Source: an optimization exercise on an open RTL-to-GDS flow (aim: small area and a short achievable clock period). Production flows keep margins and buffers that such runs may drop. In this exercise RTL edits were held to simulation tests only and were not proved equivalent to the original.

<file path="design.v">
module arb_bank (
    input  wire        clk,
    input  wire        rst,           
    input  wire [18:0] req_valid,
    input  wire [75:0] req_len,       
    input  wire [5:0]  req_lnk_rt,    
    output wire [18:0] req_ready,
    input  wire        cfg_we,
    input  wire [4:0]  cfg_addr,      
    input  wire [15:0] cfg_wdata,
    output reg         gnt_valid,
    output reg  [4:0]  gnt_id,
    output reg  [4:0]  owner,         
    output reg  [3:0]  rt_run,
    output reg  [15:0] floor_cnt,
    output reg  [15:0] lfsr
);
    localparam N = 19;
    function can_rt;
        input integer id;
        can_rt = (id >= 6 && id <= 15);
    endfunction
    function can_be;
        input integer id;
        can_be = !(id >= 6 && id <= 9);
    endfunction
    function [7:0] ticket_reset;
        input integer id;
        begin
            if (id <= 3)       ticket_reset = 8'd32;
            else if (id <= 5)  ticket_reset = 8'd64;
            else if (id <= 17) ticket_reset = 8'd16;
            else               ticket_reset = 8'd32;
        end
    endfunction
    wire [N-1:0] prt;         
    wire [N-1:0] pbe;         
    wire [N-1:0] pend = prt | pbe;
    wire [N-1:0] take = req_valid & ~pend;
    wire [N-1:0] gsel;        
    wire         decide;
    wire [N-1:0] grant = gsel & {N{decide}};
    assign req_ready = ~pend;
    reg  [3:0] plen [0:N-1];
    wire [7:0] tk   [0:N-1];
    genvar gi, gj;
    generate
        for (gi = 0; gi < N; gi = gi + 1) begin : slot
            always @(posedge clk)
                if (take[gi]) plen[gi] <= req_len[4*gi +: 4];
            if (can_rt(gi)) begin : rt
                reg p;
                wire cls = (gi >= 10) ? req_lnk_rt[(gi >= 10) ? gi-10 : 0] : 1'b1;
                always @(posedge clk)
                    if (rst) p <= 1'b0;
                    else if (take[gi]) p <= cls;
                    else if (grant[gi]) p <= 1'b0;
                assign prt[gi] = p;
            end else begin : nrt
                assign prt[gi] = 1'b0;
            end
            if (can_be(gi)) begin : be
                reg p;
                wire cls = (gi >= 10 && gi <= 15) ? ~req_lnk_rt[(gi >= 10 && gi <= 15) ? gi-10 : 0] : 1'b1;
                reg [7:0] t;
                always @(posedge clk)
                    if (rst) p <= 1'b0;
                    else if (take[gi]) p <= cls;
                    else if (grant[gi]) p <= 1'b0;
                always @(posedge clk)
                    if (rst || (cfg_we && cfg_addr == gi))
                        t <= rst ? ticket_reset(gi) : cfg_wdata[7:0];
                assign pbe[gi] = p;
                assign tk[gi] = t;
            end else begin : nbe
                assign pbe[gi] = 1'b0;
                assign tk[gi] = 8'd0;
            end
        end
    endgenerate
    wire [N*N-1:0] ordm;     
    generate
        for (gi = 0; gi < N; gi = gi + 1) begin : row
            for (gj = 0; gj < N; gj = gj + 1) begin : col
                if (gi < gj && ((can_rt(gi) && can_rt(gj)) || (can_be(gi) && can_be(gj)))) begin : o
                    reg b;
                    always @(posedge clk)
                        if (take[gj]) b <= 1'b1;
                        else if (take[gi]) b <= 1'b0;
                    assign ordm[gi*N+gj] = b;
                end else if (gi > gj && ((can_rt(gi) && can_rt(gj)) || (can_be(gi) && can_be(gj)))) begin : tr
                    assign ordm[gi*N+gj] = ~row[gj].col[gi].o.b;
                end else begin : n
                    assign ordm[gi*N+gj] = 1'b1;
                end
            end
        end
    endgenerate
    wire rt_any = |prt;
    wire be_any = |pbe;
    reg [15:0] lfsr_next;
    reg        fb;
    integer i;
    always @* begin
        lfsr_next = lfsr;
        for (i = 0; i < 16; i = i + 1) begin
            fb = lfsr_next[15] ^ lfsr_next[13] ^ lfsr_next[12] ^ lfsr_next[10];
            lfsr_next = {lfsr_next[14:0], fb};
        end
    end
    function [11:0] rca;
        input [11:0] a, b;
        integer k;
        reg c;
        begin
            c = 1'b0;
            for (k = 0; k < 12; k = k + 1) begin
                rca[k] = a[k] ^ b[k] ^ c;
                c = (a[k] & b[k]) | (c & (a[k] ^ b[k]));
            end
        end
    endfunction
    function gtr;
        input [11:0] a, b;
        integer k;
        reg c;
        begin
            c = 1'b0;
            for (k = 0; k < 12; k = k + 1)
                c = (a[k] & ~b[k]) | (c & (a[k] | ~b[k]));
            gtr = c;
        end
    endfunction
    wire [11:0] m [0:14];
    generate
        for (gi = 0; gi < 15; gi = gi + 1) begin : msk
            localparam integer ID = (gi < 6) ? gi : gi + 4;
            assign m[gi] = pbe[ID] ? {4'd0, tk[ID]} : 12'd0;
        end
    endgenerate
    wire [11:0] s01   = rca(m[0], m[1]);
    wire [11:0] s23   = rca(m[2], m[3]);
    wire [11:0] s45   = rca(m[4], m[5]);
    wire [11:0] s67   = rca(m[6], m[7]);
    wire [11:0] s89   = rca(m[8], m[9]);
    wire [11:0] s1011 = rca(m[10], m[11]);
    wire [11:0] s1213 = rca(m[12], m[13]);
    wire [11:0] s0_3  = rca(s01, s23);
    wire [11:0] s4_7  = rca(s45, s67);
    wire [11:0] s8_11 = rca(s89, s1011);
    wire [11:0] s12_14 = rca(s1213, m[14]);
    wire [11:0] s0_7  = rca(s0_3, s4_7);
    wire [11:0] s8_14 = rca(s8_11, s12_14);
    wire [11:0] tsum  = s0_7 + s8_14;
    wire [11:0] P [0:14];
    assign P[0]  = m[0];
    assign P[1]  = s01;
    assign P[2]  = rca(s01, m[2]);
    assign P[3]  = s0_3;
    assign P[4]  = rca(s0_3, m[4]);
    assign P[5]  = rca(s0_3, s45);
    assign P[6]  = rca(P[5], m[6]);
    assign P[7]  = s0_7;
    assign P[8]  = rca(s0_7, m[8]);
    assign P[9]  = rca(s0_7, s89);
    assign P[10] = rca(P[9], m[10]);
    assign P[11] = rca(s0_7, s8_11);
    assign P[12] = rca(P[11], m[12]);
    assign P[13] = rca(P[11], s1213);
    assign P[14] = tsum;
    wire [17:0] ms1 = {2'b00, lfsr_next};
    wire [17:0] ms2 = {1'b0, lfsr_next, 1'b0};
    wire [17:0] ms3;
    reg         mc;
    integer     k;
    reg  [17:0] ms3_r;
    always @* begin
        mc = 1'b0;
        for (k = 0; k < 18; k = k + 1) begin
            ms3_r[k] = ms1[k] ^ ms2[k] ^ mc;
            mc = (ms1[k] & ms2[k]) | (mc & (ms1[k] ^ ms2[k]));
        end
    end
    assign ms3 = ms3_r;
    wire [27:0] pp [0:5];
    generate
        for (gi = 0; gi < 6; gi = gi + 1) begin : ppr
            wire [1:0] d = tsum[2*gi +: 2];
            wire [17:0] row = ({18{d == 2'd1}} & ms1) | ({18{d == 2'd2}} & ms2) |
                              ({18{d == 2'd3}} & ms3);
            assign pp[gi] = {10'd0, row} << (2*gi);
        end
    endgenerate
    function [27:0] csa_s;
        input [27:0] x, y, z;
        csa_s = x ^ y ^ z;
    endfunction
    function [27:0] csa_c;
        input [27:0] x, y, z;
        csa_c = ((x & y) | (x & z) | (y & z)) << 1;
    endfunction
    wire [27:0] ca1 = csa_s(pp[0], pp[1], pp[2]), cb1 = csa_c(pp[0], pp[1], pp[2]);
    wire [27:0] ca2 = csa_s(pp[3], pp[4], pp[5]), cb2 = csa_c(pp[3], pp[4], pp[5]);
    wire [27:0] ca3 = csa_s(ca1, cb1, ca2),       cb3 = csa_c(ca1, cb1, ca2);
    wire [27:0] ca4 = csa_s(ca3, cb3, cb2),       cb4 = csa_c(ca3, cb3, cb2);
    wire [27:0] prod = ca4 + cb4;
    wire [11:0] r = prod[27:16];
    wire [14:0] gt;
    wire [N-1:0] lot;
    generate
        for (gi = 0; gi < 15; gi = gi + 1) begin : lt
            localparam integer ID = (gi < 6) ? gi : gi + 4;
            assign gt[gi] = gtr(P[gi], r);
            if (gi == 0) begin : f
                assign lot[ID] = gt[gi];
            end else begin : n
                assign lot[ID] = gt[gi] & ~gt[gi-1];
            end
        end
        for (gi = 6; gi < 10; gi = gi + 1) begin : lz
            assign lot[gi] = 1'b0;
        end
    endgenerate
    wire boundary = (beats_left == 4'd0);    
    reg [3:0] beats_left;
    assign decide = boundary && (rt_any || be_any);
    wire pick_rt  = rt_any && (!be_any || rt_run != 4'd15);
    wire tzero    = (tsum == 12'd0);
    wire         use_old = pick_rt | tzero;
    wire [N-1:0] cand = pick_rt ? prt : pbe;
    wire [N-1:0] osel;
    generate
        for (gi = 0; gi < N; gi = gi + 1) begin : old
            assign osel[gi] = cand[gi] & &(ordm[gi*N +: N] | ~cand);
        end
    endgenerate
    assign gsel = use_old ? osel : lot;
    reg [4:0] win_old, win_lot;
    reg [3:0] len_old, len_lot;
    always @* begin
        win_old = 5'd0;
        len_old = 4'd0; len_lot = 4'd0;
        for (i = 0; i < N; i = i + 1) begin
            if (osel[i]) begin
                win_old = win_old | i[4:0];
                len_old = len_old | plen[i];
            end
            if (lot[i])
                len_lot = len_lot | plen[i];
        end
    end
    always @* begin
        win_lot[4] = ~gt[11];
        win_lot[3] = ~gt[5] & gt[11];
        win_lot[2] = (~gt[3] & gt[5]) | (~gt[7] & gt[11]);
        win_lot[1] = (~gt[1] & gt[3]) | (~gt[5] & gt[7]) | (~gt[9] & gt[11]) | ~gt[13];
        win_lot[0] = (gt[1] & ~gt[0]) | (gt[3] & ~gt[2]) | (gt[5] & ~gt[4]) | (gt[7] & ~gt[6]) |
                     (gt[9] & ~gt[8]) | (gt[11] & ~gt[10]) | (gt[13] & ~gt[12]);
    end
    wire [4:0] win  = use_old ? win_old : win_lot;
    wire [3:0] wlen = use_old ? len_old : len_lot;
    always @(posedge clk) begin
        if (rst) begin
            beats_left <= 4'd0;
            gnt_valid  <= 1'b0;
            gnt_id     <= 5'd0;
            owner      <= 5'd31;
            rt_run     <= 4'd0;
            floor_cnt  <= 16'd0;
            lfsr       <= 16'hACE1;
        end else begin
            gnt_valid <= decide;
            if (decide) begin
                beats_left <= wlen;
                gnt_id     <= win;
                owner      <= win;
                if (pick_rt) begin
                    rt_run <= be_any ? rt_run + 4'd1 : 4'd0;
                end else begin
                    rt_run <= 4'd0;
                    lfsr   <= lfsr_next;
                    if (rt_any && floor_cnt != 16'hFFFF)
                        floor_cnt <= floor_cnt + 16'd1;
                end
            end else if (boundary) begin
                owner <= 5'd31;
            end else begin
                beats_left <= beats_left - 4'd1;
            end
            if (cfg_we) begin
                if (cfg_addr == 5'd31) begin
                    if (cfg_wdata != 16'd0)
                        lfsr <= cfg_wdata;
                end else if (cfg_addr == 5'd30) begin
                    floor_cnt <= cfg_wdata;
                end
            end
        end
    end
endmodule
</file>
<file path="flow/run.sh">
#!/bin/bash
set -euo pipefail
R=orfs/results/sky130hd/arb_bank/base
bash standard.sh synth > synth_make.log 2>&1
python3 flow/fa_polarity.py $R/1_2_yosys.v > fa_polarity.log 2>&1
touch $R/1_2_yosys.v
bash standard.sh SETUP_SLACK_MARGIN=48 BUFFER_PORTS_ARGS='-buffer_cell sky130_fd_sc_hd__buf_1' finish > layout_make.log 2>&1
</file>
<file path="flow/fa_polarity.py">
#!/usr/bin/env python3
"""Remove inverters around full-adder cells in a flat Yosys netlist of sky130hd cells.

A full adder is self-dual: FA(~a, ~b, ~c) = (~sum, ~cout). Yosys's extract_fa leaves
inverters between adder cells that ABC cannot push through them. This script flips the
polarity of adder cells where that removes more inverters than it adds. Then, where an
inverting gate drives only an inverter, the pair becomes the gate's non-inverting twin
(nand2 + inv -> and2, a21oi + inv -> a21o, xor2 + inv -> xnor2, ...). The netlist is
rewritten in place. Registers and ports are not touched; the logic function is unchanged.
usage: fa_polarity.py NETLIST.v
"""
import re, sys

path = sys.argv[1]
text = open(path).read()
m = re.search(r'^\s*sky130_fd_sc_hd__\w+\s+\S+\s*\(', text, re.M)
head, body = text[:m.start()], text[m.start():]
end = body.rindex('endmodule')
body = body[:end]

inst_re = re.compile(r'\s*(sky130_fd_sc_hd__\w+)\s+(\S+)\s*\((.*?)\);', re.S)
pin_re = re.compile(r'\.(\w+)\(\s*(.*?)\s*\)\s*(?:,|$)', re.S)
cells = {}
order = []
pos = 0
for mm in inst_re.finditer(body):
    assert body[pos:mm.start()].strip() == '', body[pos:mm.start()][:200]
    pos = mm.end()
    typ, name, pins = mm.group(1), mm.group(2), mm.group(3)
    pl = []
    for pm in pin_re.finditer(pins.strip()):
        net = pm.group(2).strip()
        if net.startswith('\\') and not net.endswith(' '):
            net = net + ' '
        pl.append([pm.group(1), net])
    cells[name] = [typ, pl]
    order.append(name)
assert body[pos:].strip() == ''

OUTS = {'X', 'Y', 'Q', 'Q_N', 'SUM', 'COUT', 'HI', 'LO'}
ports = set()
for pm in re.finditer(r'^\s*(input|output|inout)\s+(?:\[[^\]]*\]\s*)?(.*?);', head, re.M):
    for n in pm.group(2).split(','):
        n = n.strip()
        if n.startswith('\\'):
            n = n + ' '
        ports.add(n)

def is_inv(t):
    return t.startswith('sky130_fd_sc_hd__inv_') or t.startswith('sky130_fd_sc_hd__clkinv_')

def is_fa(t):
    return t.startswith('sky130_fd_sc_hd__fa_')

def base(n):
    # a bus bit "name[3]" belongs to port "name"
    b = n.strip()
    if b.startswith('\\'):
        return b + ' '
    return re.sub(r'\[\d+\]$', '', b)

drv, loads = {}, {}
def rebuild():
    drv.clear(); loads.clear()
    for name, (typ, pl) in cells.items():
        for i, (p, n) in enumerate(pl):
            if p in OUTS:
                drv[n] = (name, i)
            else:
                loads.setdefault(n, []).append((name, i))
rebuild()

def is_port(n):
    return base(n) in ports or n.strip() in ports

def inv_of(n):
    """an inverter whose input is net n, or None"""
    for c, i in loads.get(n, []):
        if is_inv(cells[c][0]):
            return c
    return None

def pin(c, p):
    for q, n in cells[c][1]:
        if q == p:
            return n
    return None

def setpin(c, p, net):
    for e in cells[c][1]:
        if e[0] == p:
            e[1] = net

cnt = [0]
def newname(kind):
    cnt[0] += 1
    return '_pol_%s%d_' % (kind, cnt[0])

new_wires = []

def gain(f):
    g = 0
    ins = [pin(f, p) for p in ('A', 'B', 'CIN')]
    seen = set()
    for x in ins:
        if x in seen:
            continue
        seen.add(x)
        if x.startswith("1'") or x.startswith("1'b"):
            return -99
        d = drv.get(x)
        if d and is_inv(cells[d[0]][0]) and not is_port(x):
            rest = [l for l in loads.get(x, []) if l[0] != f]
            if not rest:
                g += 1
        elif inv_of(x) is None:
            g -= 1
    for p in ('SUM', 'COUT'):
        o = pin(f, p)
        other = is_port(o)
        for c, i in loads.get(o, []):
            if is_inv(cells[c][0]) and not is_port(pin(c, 'Y')):
                g += 1
            else:
                other = True
        if other:
            g -= 1
    return g

def flip(f):
    for p in ('A', 'B', 'CIN'):
        x = pin(f, p)
        d = drv.get(x)
        if d and is_inv(cells[d[0]][0]) and not is_port(x):
            y = pin(d[0], 'A')
            setpin(f, p, y)
            rebuild()
            if not loads.get(x):
                del cells[d[0]]
                rebuild()
        else:
            j = inv_of(x)
            if j is not None:
                setpin(f, p, pin(j, 'Y'))
            else:
                nn = newname('n'); new_wires.append(nn)
                ci = newname('i')
                cells[ci] = ['sky130_fd_sc_hd__inv_1', [['A', x], ['Y', nn]]]
                order.append(ci)
                setpin(f, p, nn)
            rebuild()
    for p in ('SUM', 'COUT'):
        o = pin(f, p)
        o2 = newname('n'); new_wires.append(o2)
        setpin(f, p, o2)
        rebuild()
        keep = is_port(o)
        for c, i in list(loads.get(o, [])):
            if is_inv(cells[c][0]) and not is_port(pin(c, 'Y')):
                y = pin(c, 'Y')
                for c2, i2 in loads.get(y, []):
                    cells[c2][1][i2][1] = o2
                del cells[c]
            else:
                keep = True
        if keep:
            ci = newname('i')
            cells[ci] = ['sky130_fd_sc_hd__inv_1', [['A', o2], ['Y', o]]]
            order.append(ci)
        rebuild()

before = sum(1 for c in cells.values() if is_inv(c[0]))
changed = True
flips = 0
while changed:
    changed = False
    for f in list(order):
        if f in cells and is_fa(cells[f][0]) and gain(f) > 0:
            flip(f)
            flips += 1
            changed = True
after = sum(1 for c in cells.values() if is_inv(c[0]))
print('fa_polarity: %d adder cells flipped, inverters %d -> %d' % (flips, before, after))

# inverting gate + inverter -> non-inverting gate (same inputs, same pin names)
TWIN = {
    'nand2_1': 'and2_1', 'nor2_1': 'or2_1', 'xor2_1': 'xnor2_1', 'xnor2_1': 'xor2_1',
    'a21oi_1': 'a21o_1', 'o21ai_0': 'o21a_1', 'o21ai_1': 'o21a_1', 'a22oi_1': 'a22o_1',
    'o22ai_1': 'o22a_1', 'nand3_1': 'and3_1', 'nor3_1': 'or3_1', 'a211oi_1': 'a211o_1',
    'o211ai_1': 'o211a_1', 'a221oi_1': 'a221o_1', 'o221ai_1': 'o221a_1', 'a31oi_1': 'a31o_1',
    'o31ai_1': 'o31a_1', 'nand4_1': 'and4_1', 'nor4_1': 'or4_1', 'nor2b_1': 'or2b_1',
    'nand2b_1': 'and2b_1', 'a21boi_0': 'a21bo_1', 'o21bai_1': 'o21ba_1',
    'a2bb2oi_1': 'a2bb2o_1', 'a32oi_1': 'a32o_1', 'o32ai_1': 'o32a_1',
    'a2111oi_0': 'a2111o_1', 'o2111ai_1': 'o2111a_1', 'nand3b_1': 'and3b_1',
    'nor3b_1': 'or3b_1', 'a311oi_1': 'a311o_1', 'o311ai_0': 'o311a_1', 'a41oi_1': 'a41o_1',
    'o41ai_1': 'o41a_1', 'mux2i_1': 'mux2_1',
}
OUTPIN = {}
for a, b in TWIN.items():
    OUTPIN[a] = 'X' if a.startswith('xor2') else 'Y'
    OUTPIN[b] = 'X' if not b.startswith('xnor2') else 'Y'
merged = 0
for name in list(order):
    if name not in cells or not is_inv(cells[name][0]):
        continue
    a = pin(name, 'A'); y = pin(name, 'Y')
    d = drv.get(a)
    if not d or is_port(a) or len(loads.get(a, [])) != 1:
        continue
    g = d[0]
    short = cells[g][0].replace('sky130_fd_sc_hd__', '')
    if short not in TWIN or cells[g][1][d[1]][0] != OUTPIN[short]:
        continue
    twin = TWIN[short]
    cells[g][0] = 'sky130_fd_sc_hd__' + twin
    cells[g][1][d[1]] = [OUTPIN[twin], y]
    del cells[name]
    rebuild()
    merged += 1
print('fa_polarity: %d gate + inverter pairs merged' % merged)

# inverter feeding one input of a 2-input gate -> the gate's variant with that input
# inverted: nand2(a, ~x) = nand2b(A_N=x, B=a), nor2(a, ~x) = nor2b(A=a, B_N=x),
# and2(a, ~x) = and2b(A_N=x, B=a), or2(a, ~x) = or2b(A=a, B_N=x)
BVAR = {'nand2_1': ('nand2b_1', 'Y'), 'nor2_1': ('nor2b_1', 'Y'),
        'and2_1': ('and2b_1', 'X'), 'and2_0': ('and2b_1', 'X'), 'or2_1': ('or2b_1', 'X'),
        'or2_0': ('or2b_1', 'X')}
absorbed = 0
for name in list(order):
    if name not in cells or not is_inv(cells[name][0]):
        continue
    x = pin(name, 'A'); y = pin(name, 'Y')
    L = loads.get(y, [])
    if is_port(y) or len(L) != 1:
        continue
    g, gi = L[0]
    short = cells[g][0].replace('sky130_fd_sc_hd__', '')
    if short not in BVAR:
        continue
    other = pin(g, 'B' if cells[g][1][gi][0] == 'A' else 'A')
    out = pin(g, BVAR[short][1])
    newtyp, outp = BVAR[short]
    if newtyp.startswith('nand2b') or newtyp.startswith('and2b'):
        pl = [['A_N', x], ['B', other], [outp, out]]
    else:
        pl = [['A', other], ['B_N', x], [outp, out]]
    cells[g] = ['sky130_fd_sc_hd__' + newtyp, pl]
    del cells[name]
    rebuild()
    absorbed += 1
print('fa_polarity: %d inverters absorbed into 2-input gates' % absorbed)

out = [head.rstrip('\n') + '\n']
for w in new_wires:
    out.append('  wire %s;\n' % w)
for name in order:
    if name not in cells:
        continue
    typ, pl = cells[name]
    out.append('  %s %s (\n%s\n  );\n' % (typ, name, ',\n'.join('    .%s(%s)' % (p, n) for p, n in pl)))
out.append('endmodule\n')
open(path, 'w').write(''.join(out))
</file>
<file path="standard.sh">
#!/bin/bash
# synth_recipe.tcl (not shown) runs the flow's synth.tcl, then flattens the netlist and writes it again
# the make line also repeats each setting of config.mk as NAME=value (left out here)
make -C /OpenROAD-flow-scripts/flow DESIGN_CONFIG=/design/flow/config.mk WORK_HOME=/design/flow/orfs CLKGATE_MAP_FILE= SYNTH_SCRIPT=/design/flow/synth_recipe.tcl "${@:-finish}"
</file>
<file path="config.mk">
export PLATFORM = sky130hd
export DESIGN_NAME = arb_bank
export DESIGN_NICKNAME = arb_bank
export VERILOG_FILES = /design/flow/design.v
export SDC_FILE = /design/flow/constraint.sdc
export NUM_CORES = 4
export LEC_CHECK = 0
export ABC_AREA = 1
export CAP_MARGIN = 40
export CORE_MARGIN = 2
export CORE_UTILIZATION = 40
export CTS_BUF_LIST = sky130_fd_sc_hd__clkbuf_8
export CTS_CLUSTER_DIAMETER = 45
export CTS_CLUSTER_SIZE = 14
export SLEW_MARGIN = 40
</file>
<file path="constraint.sdc">
create_clock -name core_clock -period 62.0 [get_ports {clk}]
set_input_delay 12.4000 -clock core_clock [delete_from_list [all_inputs] [get_ports {clk}]]
set_output_delay 12.4000 -clock core_clock [all_outputs]
set_load 0.01 [all_outputs]
</file>
==> qor.yml, run 1 <==
outcome: "timing/DRC/antenna clean"
critical_path.max_fanout: 12
grt.met1_usage_pct: 34.2
placed_cells_incl_taps: 4558
via_per_inst: 5.68
post-route-worst-setup-slack_ps: 48040
fin_setup_tns_ps: 0
vias: 26485
drt_iter0_markers: 2659
placement.setup.worst_slack_ps: 47630
largest_net_degree_at_the_start_of_global_routing: 52
cts.sinks: 407
grt_pass1_wl_um: 164000
clock.fmax_ghz: 0.0716
dieArea_um2: 76300
synth_area_per_cell_um2: 8.52
flow.area_growth_from_synthesis_pct: 10.6
postRouteAntennaNets: 0
critPathRequiredTime_ps: 49600
tritoncts: "done"
worstSkewPairLatency_ps: 660
vias_in_the_first_global_route: 26510
drv_slew: 0
drv_cap: 0
drtPass1Iterations: 7
port_buffers: 190
grt_setup_unrepaired: "no"
cts.clk_slew.worst_paths_ps: 80
drc: 0
slew_headroom_pct: 32.6
critPathKind: "reg2out"
tightestPinTransition_ps: 986
number_of_buffers_created_by_cts: 45
dp_hpwl_um: 87000
yosysWarnings: 2
floorplan.die.height_um: 276
wl_per_cell_um: 23.7
initial_antenna_violation_count: 3
finalNonFillerCells: 4661
routability_driven_placement_congestion_ratio: 0.975
ctsLongestPathBuffers: 3
setup_viol_count_final: 0
hold_violations: 0
grt_overflow: 0
std_cell_rows: 99
cts.root.buffer_cell: "sky130_fd_sc_hd__clkbuf_8"
worst_hold_path_type: "reg2reg"
finish.utilization_pct: 44.8
core_area_um2: 73200
arrival_ps: 1560
starting_density_of_the_core_pct: 40.5
busiest_layer: "met2"
synthCells: 3477
drt_wl_total_um: 111000
syn-num-nets: 3948
top_level_ports: 191
start_kind: "flop"
grt.met2_usage_pct: 48.8
die_width_um: 276
grt.total_usage_pct: 28.5
final.period_utilization_pct: 22.5
layout-drive-gt1-share_pct: 8.81
final.min_clock_period_ps: 13960
fill_cell_instance_count_of_the_final_layout: 7343
finish.net_count: 4139
cts_htree_levels: 2
clk_skew_ps: 40.8
synth_area_um2: 29600
met3_usage_pct: 3.72
worstSetupEndpointType: "output port"
[stage by stage]
step,area [um^2],hold WS (ps)
after floorplan,29600,436
after global placement,31400,449
after detailed placement,31400,454
after CTS,32400,469
after global routing,32800,488
final,32800,470
[metal layers]
layer / vias to the layer above / share of wire, %
met5: - / 0.015
met4: 2 / 6.7
met3: 331 / 6.4
met2: 1194 / 48
met1: 12859 / 39
li1: 12099 / -
[critical path, stage by stage, from the launching register on]
cell                      delay (ps)
sky130_fd_sc_hd__dfxtp_2         410
sky130_fd_sc_hd__nor2_1          330
sky130_fd_sc_hd__buf_1           190
[layout by cell type (no fill, tap or decap), types with 20 or more instances in the layout]
master	n
sky130_fd_sc_hd__nand3_1	158
sky130_fd_sc_hd__edfxtp_1	196
sky130_fd_sc_hd__fa_1	245
sky130_fd_sc_hd__o22a_1	29
sky130_fd_sc_hd__ha_1	97
sky130_fd_sc_hd__clkbuf_8	48
sky130_fd_sc_hd__or2_2	50
sky130_fd_sc_hd__nor2_1	122
sky130_fd_sc_hd__a21oi_1	155
sky130_fd_sc_hd__a221oi_1	33
sky130_fd_sc_hd__xor2_1	20
sky130_fd_sc_hd__nand2b_1	24
sky130_fd_sc_hd__o21ai_0	191
sky130_fd_sc_hd__a22oi_1	22
sky130_fd_sc_hd__inv_1	443
sky130_fd_sc_hd__o221ai_1	47
sky130_fd_sc_hd__o21ai_1	26
sky130_fd_sc_hd__dfxtp_1	194
sky130_fd_sc_hd__nand2_1	814
sky130_fd_sc_hd__o21a_1	27
sky130_fd_sc_hd__buf_1	189
sky130_fd_sc_hd__and2_1	39
sky130_fd_sc_hd__o22ai_1	108
sky130_fd_sc_hd__buf_4	53
sky130_fd_sc_hd__nand2_2	34
sky130_fd_sc_hd__nor3_1	20
sky130_fd_sc_hd__nand4_1	31
[path summary, 6_finish.rpt]
kind                                    startpoint                  to  slack [ps]  cells past startpoint
worst min register to register  row[5].col[12].o.b  row[5].col[12].o.b         470                      2
worst max-delay path                 slot[12].be.p       req_ready[12]       48040                      2
worst max register to register       slot[10].be.p            owner[0]       48660                     56
worst min-delay path            row[5].col[12].o.b  row[5].col[12].o.b         470                      2
[cell type report]
cell class,count,area (um^2),area share [%]
repair buffers,247,1150,3.51
clock buffers,48,661,2.02
flip-flops and latches,407,10100,30.9
well taps,959,1200,3.66
clock inverters,31,327,0.996
inverters,464,1770,5.41
diodes,2,5.00,0.0153
multi-input cells,2503,17500,53.5
[sequential cells by signal, indices dropped and copies added, names as in the netlist]
signal       cells
floor_cnt       16
slot.be.t      120
row.col.o.b    135
gnt_valid        1
owner            5
gnt_id           5
rt_run           4
slot.be.p       15
plen            76
beats_left       4
slot.rt.p       10
lfsr            16
[timing repair]
item                       4_1_cts  5_1_grt
setup endpoints to repair       25       43
hold buffers                     0        0
pin swaps                        0        4
resized for setup               11       56
buffers inserted                 0       21
==> run 2, diff against run 1 <==
--- a/flow/fa_polarity.py
+++ b/flow/fa_polarity.py
@@ -7,4 +7,5 @@
 inverting gate drives only an inverter, the pair becomes the gate's non-inverting twin
-(nand2 + inv -> and2, a21oi + inv -> a21o, xor2 + inv -> xnor2, ...). The netlist is
-rewritten in place. Registers and ports are not touched; the logic function is unchanged.
+(nand2 + inv -> and2, a21oi + inv -> a21o, xor2 + inv -> xnor2, ...), and an inverter
+that feeds one input of a 2-input gate is taken into the gate (nand2 -> nand2b, ...).
+The netlist is rewritten in place. Registers and ports are not touched; the logic function is unchanged.
 usage: fa_polarity.py NETLIST.v
==> run 2 against run 1 <==
Register-to-register slack hardly changed. Highest routed layer unchanged. Clock skew did not move. First-iteration DRC count stayed put. Largest cell class unchanged. Critical endpoint unchanged. Routed wire length unchanged. Utilization unchanged. Critical path depth unchanged. Cell count unchanged. Maximum frequency unchanged.
==> qor.yml, run 2 <==
outcome: "timing/DRC/antenna clean"
core_area_um2: 73200  # unchanged
fin_setup_tns_ps: 0  # unchanged
dp_hpwl_um: 87000  # unchanged
tritoncts: "done"
largest_net_degree_at_the_start_of_global_routing: 52  # unchanged
finish.utilization_pct: 44.8  # unchanged
layout-drive-gt1-share_pct: 8.81  # unchanged
arrival_ps: 1560  # about the same
critPathKind: "reg2out"
starting_density_of_the_core_pct: 40.5  # unchanged
synthCells: 3477  # unchanged
start_kind: "flop"
path_buf_inv: 1  # unchanged
critical_path.max_fanout: 12  # unchanged
grt.total_usage_pct: 28.5  # unchanged
critPathRequiredTime_ps: 49600  # about the same
finish.net_count: 4139  # unchanged
clk_skew_ps: 40.8  # unchanged
drt_wl_total_um: 111000  # unchanged
regMostFlops: "row.col.o.b"
worstHoldEndpoint: "row[5].col[12].o.b"
timing.critical_path.max_delay_family: "flip-flops"
flow.area_growth_from_synthesis_pct: 10.6  # unchanged
final.min_clock_period_ps: 13960  # unchanged
floorplan.die.height_um: 276  # unchanged
timing.critical_path.slowest_stage_cell: "sky130_fd_sc_hd__dfxtp_2"
synth_area_per_cell_um2: 8.52  # unchanged
r2r_cells: 56  # unchanged
drt_iter0_markers: 2659  # unchanged
cts.root.buffer_cell: "sky130_fd_sc_hd__clkbuf_8"
cts.sinks: 407  # unchanged
layout.cells.most_common: "sky130_fd_sc_hd__nand2_1"
crit_path_cell_trace: "nor2_1 -> buf_1"
routability_driven_placement_congestion_ratio: 0.975  # unchanged
layout_top_registers: "row.col.o.b (135), slot.be.t (120), plen (76)"
worstSkewPairLatency_ps: 660  # about the same
critical_path_depth_in_cells: 2  # unchanged
vias: 26485  # unchanged
worst_hold_path.num_cells: 2  # unchanged
wl_per_cell_um: 23.7  # unchanged
drtPass1Iterations: 7  # unchanged
dieArea_um2: 76300  # unchanged
cts_htree_levels: 2  # unchanged
drv_slew: 0  # unchanged
grt_setup_unrepaired: "no"
worst-r2r-setup-slack_ps: 48660  # about the same
drv_cap: 0  # unchanged
synth_area_um2: 29600  # unchanged
via_per_inst: 5.68  # unchanged
final.period_utilization_pct: 22.5  # unchanged
yosysWarnings: 2  # unchanged
grt_overflow: 0  # unchanged
worst_hold_path_type: "reg2reg"
ctsLongestPathBuffers: 3  # unchanged
clock.fmax_ghz: 0.0716  # unchanged
postRouteAntennaNets: 0  # unchanged
die_width_um: 276  # unchanged
top_level_ports: 191  # unchanged
critPathMaxStageDelay_ps: 410  # about the same
rr_startpoint: "slot[10].be.p"
number_of_buffers_created_by_cts: 45  # unchanged
worstHoldStart: "row[5].col[12].o.b"
hold_violations: 0  # unchanged
worstSetupEndpointType: "output port"
std_cell_rows: 99  # unchanged
mostFrequentLayoutCells: "sky130_fd_sc_hd__nand2_1 (814), sky130_fd_sc_hd__inv_1 (443), sky130_fd_sc_hd__fa_1 (245), sky130_fd_sc_hd__edfxtp_1 (196), sky130_fd_sc_hd__dfxtp_1 (194)"
grt_pass1_wl_um: 164000  # unchanged
largest_reg_flops: 135  # unchanged
port_buffers: 190  # unchanged
initial_antenna_violation_count: 3  # unchanged
r2r_end: "owner[0]"
cts.clk_slew.worst_paths_ps: 80  # about the same
slew_headroom_pct: 32.6  # unchanged
vias_in_the_first_global_route: 26510  # unchanged
drc: 0  # unchanged
setup_viol_count_final: 0  # unchanged
tightestPinTransition_ps: 986  # unchanged
syn-num-nets: 3948  # unchanged
## run 2: layout make-up
class,count,area [um^2]
flip-flops and latches,407,10100
clock inverters,31,327
repair buffers,247,1150
diodes,2,5.00
fillers,7343,40400
multi-input cells,2503,17500
clock buffers,48,661
inverters,464,1770
well taps,959,1200
## run 2: routing by layer
metal  GRT usage [%]  routed length [um]  up-vias
met5               0                  17        -
met4            17.0                7390        2
met3            3.72                7060      331
met2            48.8               53300     1194
met1            34.2               42800    12859
li1                -                   -    12099
## run 2: worst max-delay path by stage
stage                       start              end  slack (ps)
floorplan             cfg_addr[0]    floor_cnt[12]       48160
global placement           cfg_we  slot[0].be.t[6]       47370
detailed placement   cfg_wdata[7]         lfsr[14]       47630
CTS                 slot[18].be.p    req_ready[18]       47900
global route             lfsr[10]    beats_left[1]       47990
finish              slot[12].be.p    req_ready[12]       48040
## run 2: worst register-to-register path, delay by kind of cell (launching register included)
family / cells / cell delay [ps]
compound gates: 4 / 1040
fa+ha+maj: 17 / 7690
buf+inv: 7 / 1010
flops: 1 / 320
simple gates: 28 / 3190
## run 2: timing repair
action                                  4_1_cts  5_1_grt
hold endpoints to repair                      0        0
buffers inserted                              0       21
endpoints found under the setup margin       25       43
hold buffers                                  0        0
gates resized for setup                      11       56
cloned                                        0        0
pin swaps                                     0        4
## run 2: through the flow
step	instance area (um^2)	worst slack (ps)	std cells	hold slack [ps]
6_report	32800	48040	4661	470
4_1_cts	32400	47900	4637	469
3_5_place_dp	31400	47630	4558	454
5_1_grt	32800	47990	4660	488
2_1_floorplan	29600	48160	3477	436
3_3_place_gp	31400	47370	4557	449

[port drivers added, routing unchanged]
In the flow no input, the clock included, has a driving cell. The finished layouts below were timed again as built, in two steps.
Step 1: set_driving_cell puts a clkbuf_16 on clk and a buf_2 on each other input, an assumption about the parent block.
Step 2 also shifts input and output timing later by t, the mid clock arrival at the registers, as if the neighbouring blocks saw the same clock.
Three values: no drivers, after step 1, after step 2; two values: the first two.
run | t (ns) | setup slack, ns | hold slack, ns | worst setup path at the end
run 1 | 0.695 | 48.041 / 47.983 / 47.554 | 0.470 / 0.470 / 0.470 | input to register
run 2 | 0.695 | 48.041 / 47.983 / 47.554 | 0.470 / 0.470 / 0.470 | input to register
After both steps setup and hold are still met in every run listed.
